What follows belongs to an exercise in optimizing a design on an open flow for small area; a production flow would make more cautious choices. In this exercise RTL edits were held to simulation tests only and were not proved equivalent to the original. No activity file was given, so power comes from the tool's default toggle rates.

Setup of run A:
## enc_channel
module enc_channel (
    input  wire        clk,
    input  wire        rst,             
    input  wire        a_in,            
    input  wire        b_in,
    input  wire        z_in,
    input  wire        a_low,           
    input  wire        b_low,
    input  wire        z_low,
    input  wire        en,              
    input  wire [1:0]  cfg_decode,      
    input  wire        cfg_invert,
    input  wire        cfg_z_en,
    input  wire        cfg_z_pol,
    input  wire        cfg_idx_check,
    input  wire        cfg_line_det,
    input  wire [7:0]  cfg_idx_tol,
    input  wire [4:0]  filt_a,          
    input  wire [4:0]  filt_b,
    input  wire [4:0]  filt_z,
    input  wire [24:0] rev_count,       
    input  wire [23:0] idx_exp,         
    input  wire [5:0]  flt_clr,         
    input  wire        cnt_clr,         
    output reg  [23:0] pos,             
    output reg  [31:0] rev,             
    output reg  [31:0] raw,             
    output reg  [31:0] qerr,            
    output reg  [23:0] idx_cap,         
    output reg  [31:0] idx_cnt,         
    output reg  [63:0] edge_till,       
    output reg  [31:0] edge_dt,         
    output reg  [5:0]  flt,             
    output reg         untrusted,       
    output reg         dir,
    output reg         hyst,
    output reg         ev_qburst,       
    output reg  [1:0]  ev_index,        
    output wire [2:0]  ev_line          
);
==> flow/config.mk <==
export PLATFORM = sky130hd
export DESIGN_NAME = enc_channel
export DESIGN_NICKNAME = enc_channel
export VERILOG_FILES = /design/flow/design.v
export SDC_FILE = /design/flow/constraint.sdc
export NUM_CORES = 4
export LEC_CHECK = 0
export CAP_MARGIN = 20
export CORE_MARGIN = 2
export CORE_UTILIZATION = 55
export SLEW_MARGIN = 20
==> flow/constraint.sdc <==
create_clock -name core_clock -period 13.0 [get_ports {clk}]
set_input_delay 2.6000 -clock core_clock [delete_from_list [all_inputs] [get_ports {clk}]]
set_output_delay 2.6000 -clock core_clock [all_outputs]
set_load 0.01 [all_outputs]
standard.sh (not shown) runs the stock make flow with config.mk's settings and CLKGATE_MAP_FILE= SYNTH_SCRIPT=/design/flow/synth_recipe.tcl, a recipe that flattens the netlist after the stock synthesis.
==> flow/flow/run.sh <==
#!/bin/bash
# The standard layout, with buf_1 port buffers and a clock tree of
# clkbuf_8 leaves without dummy loads. Each step's log is in orfs/logs/.
set -euo pipefail
export BUFFER_PORTS_ARGS="-buffer_cell sky130_fd_sc_hd__buf_1"
export CTS_ARGS="-sink_clustering_enable -repair_clock_nets -dont_use_dummy_load -buf_list sky130_fd_sc_hd__clkbuf_8 -sink_clustering_size 16 -sink_clustering_max_diameter 80"
bash standard.sh > standard.log 2>&1
> inputs changed (run A -> run B)
==> flow/flow/run.sh <==
#!/bin/bash
# The standard layout, with buf_1 port buffers. Each step's log is in
# orfs/logs/.
set -euo pipefail
export BUFFER_PORTS_ARGS="-buffer_cell sky130_fd_sc_hd__buf_1"
bash standard.sh > standard.log 2>&1
### Flow results
Diff run A -> run B | detailed route wirelength on metal3 | up slightly
Looking at slew at the pin with the worst max-slew slack, run B sits 0.027 ns higher than run A does.
Changes observed in run B relative to run A: register bit count reported by yosys stayed essentially flat, least setup slack across all paths after layout rose by 0.038 ns, worst max-slew margin expressed relative to the limit fell by 1.8 points.
Run B: full flow OK, the timing, design-rule and antenna checks passed
diff inputs: run B => run C
Settings: ABC_AREA now 1, previously not set; CORE_UTILIZATION now 80, was 55.
==> flow/flow/run.sh <==
#!/bin/bash
# The standard layout, with buf_1 port buffers and a clock tree of
# clkbuf_8 leaves without dummy loads. Each step's log is in orfs/logs/.
set -euo pipefail
export BUFFER_PORTS_ARGS="-buffer_cell sky130_fd_sc_hd__buf_1"
export CTS_ARGS="-sink_clustering_enable -repair_clock_nets -dont_use_dummy_load -buf_list sky130_fd_sc_hd__clkbuf_8 -sink_clustering_size 16 -sink_clustering_max_diameter 80"
bash standard.sh > standard.log 2>&1
--- outcome ---
- Looking at critical path data arrival time, run C sits 1.12 ns below run B.
- Summary — average cell area after synthesis, run C relative to run B: lower, by about 12%.
- Clock-buffer cell count went down by more than a quarter going from run B to run C.
- The via count in run C is 1.15 times that in run B.
Relative to run C, the following input files were edited for run D:
Settings: swapping 80 for 70 in CORE_UTILIZATION.
- Post-layout total power on run D is ahead of run C.
- Run C -> run D: number of stages on the worst setup path delta 0, exact match
- Cmp run D and run C / time the final worst path needs with I/O delays and setup / lower: run C
- Run D vs. run C: number of iterations in the first detailed-routing pass shrank by 3; number of instances on the worst hold path was more or less identical; post-synthesis compound-gate area fraction has remained practically unchanged; design area went up; post-place setup slack held steady.
Edits applied to the flow inputs when going from run D to run E:
Settings: a change of SLEW_MARGIN from 20 to 0; a change of CAP_MARGIN from 20 to 0.
Findings:
Run D -> run E: die area delta 0, exact match. Comparing clock period minus worst slack for run E and run D, the smaller number came from run E. Run E ended with less fraction of met1 tracks used by global routing than run D. Summary of run E over run D: worst-margin pin slew climbed 0.28 ns, total power divided by cell area about even, sequential share of layout area held steady, met2 wirelength from detailed routing saw an increase, maximum frequency picked up an extra 0.31%.

-- what the ideal ports hide --
In the flow no input, the clock included, has a driving cell. The finished layouts below were timed again as built, in two steps. Step 1, drivers: a clkbuf_16 drives clk and a buf_2 each remaining input, both assumed. Step 2 times the ports against the registers' clock, not the clock port: input delays grow and output delays shrink by t, the midpoint of the rising clock arrivals with the driver on. Slacks: ideal ports / drivers / drivers and shift; pairs: ideal ports / drivers.
run	t (ns)	slack for setup (ns)	clock arrival spread, ns	slew at the worst register clock pin (ns)
run A	0.659	0.618 / 0.658 / -0.002	0.100 / 0.101	0.10 / 0.10
run B	0.673	0.656 / 0.692 / 0.019	0.036 / 0.037	0.07 / 0.07
run C	0.692	1.747 / 1.780 / 1.088	0.051 / 0.051	0.11 / 0.11
run D	0.671	1.588 / 1.620 / 0.948	0.089 / 0.089	0.10 / 0.10
run E	0.676	1.624 / 1.656 / 0.980	0.075 / 0.075	0.11 / 0.11
With both steps, setup timing fails in run A, where it was met with ideal ports. For run C, which loses most, drivers alone change the setup slack by +0.033 ns; drivers and shift together by -0.659 ns.
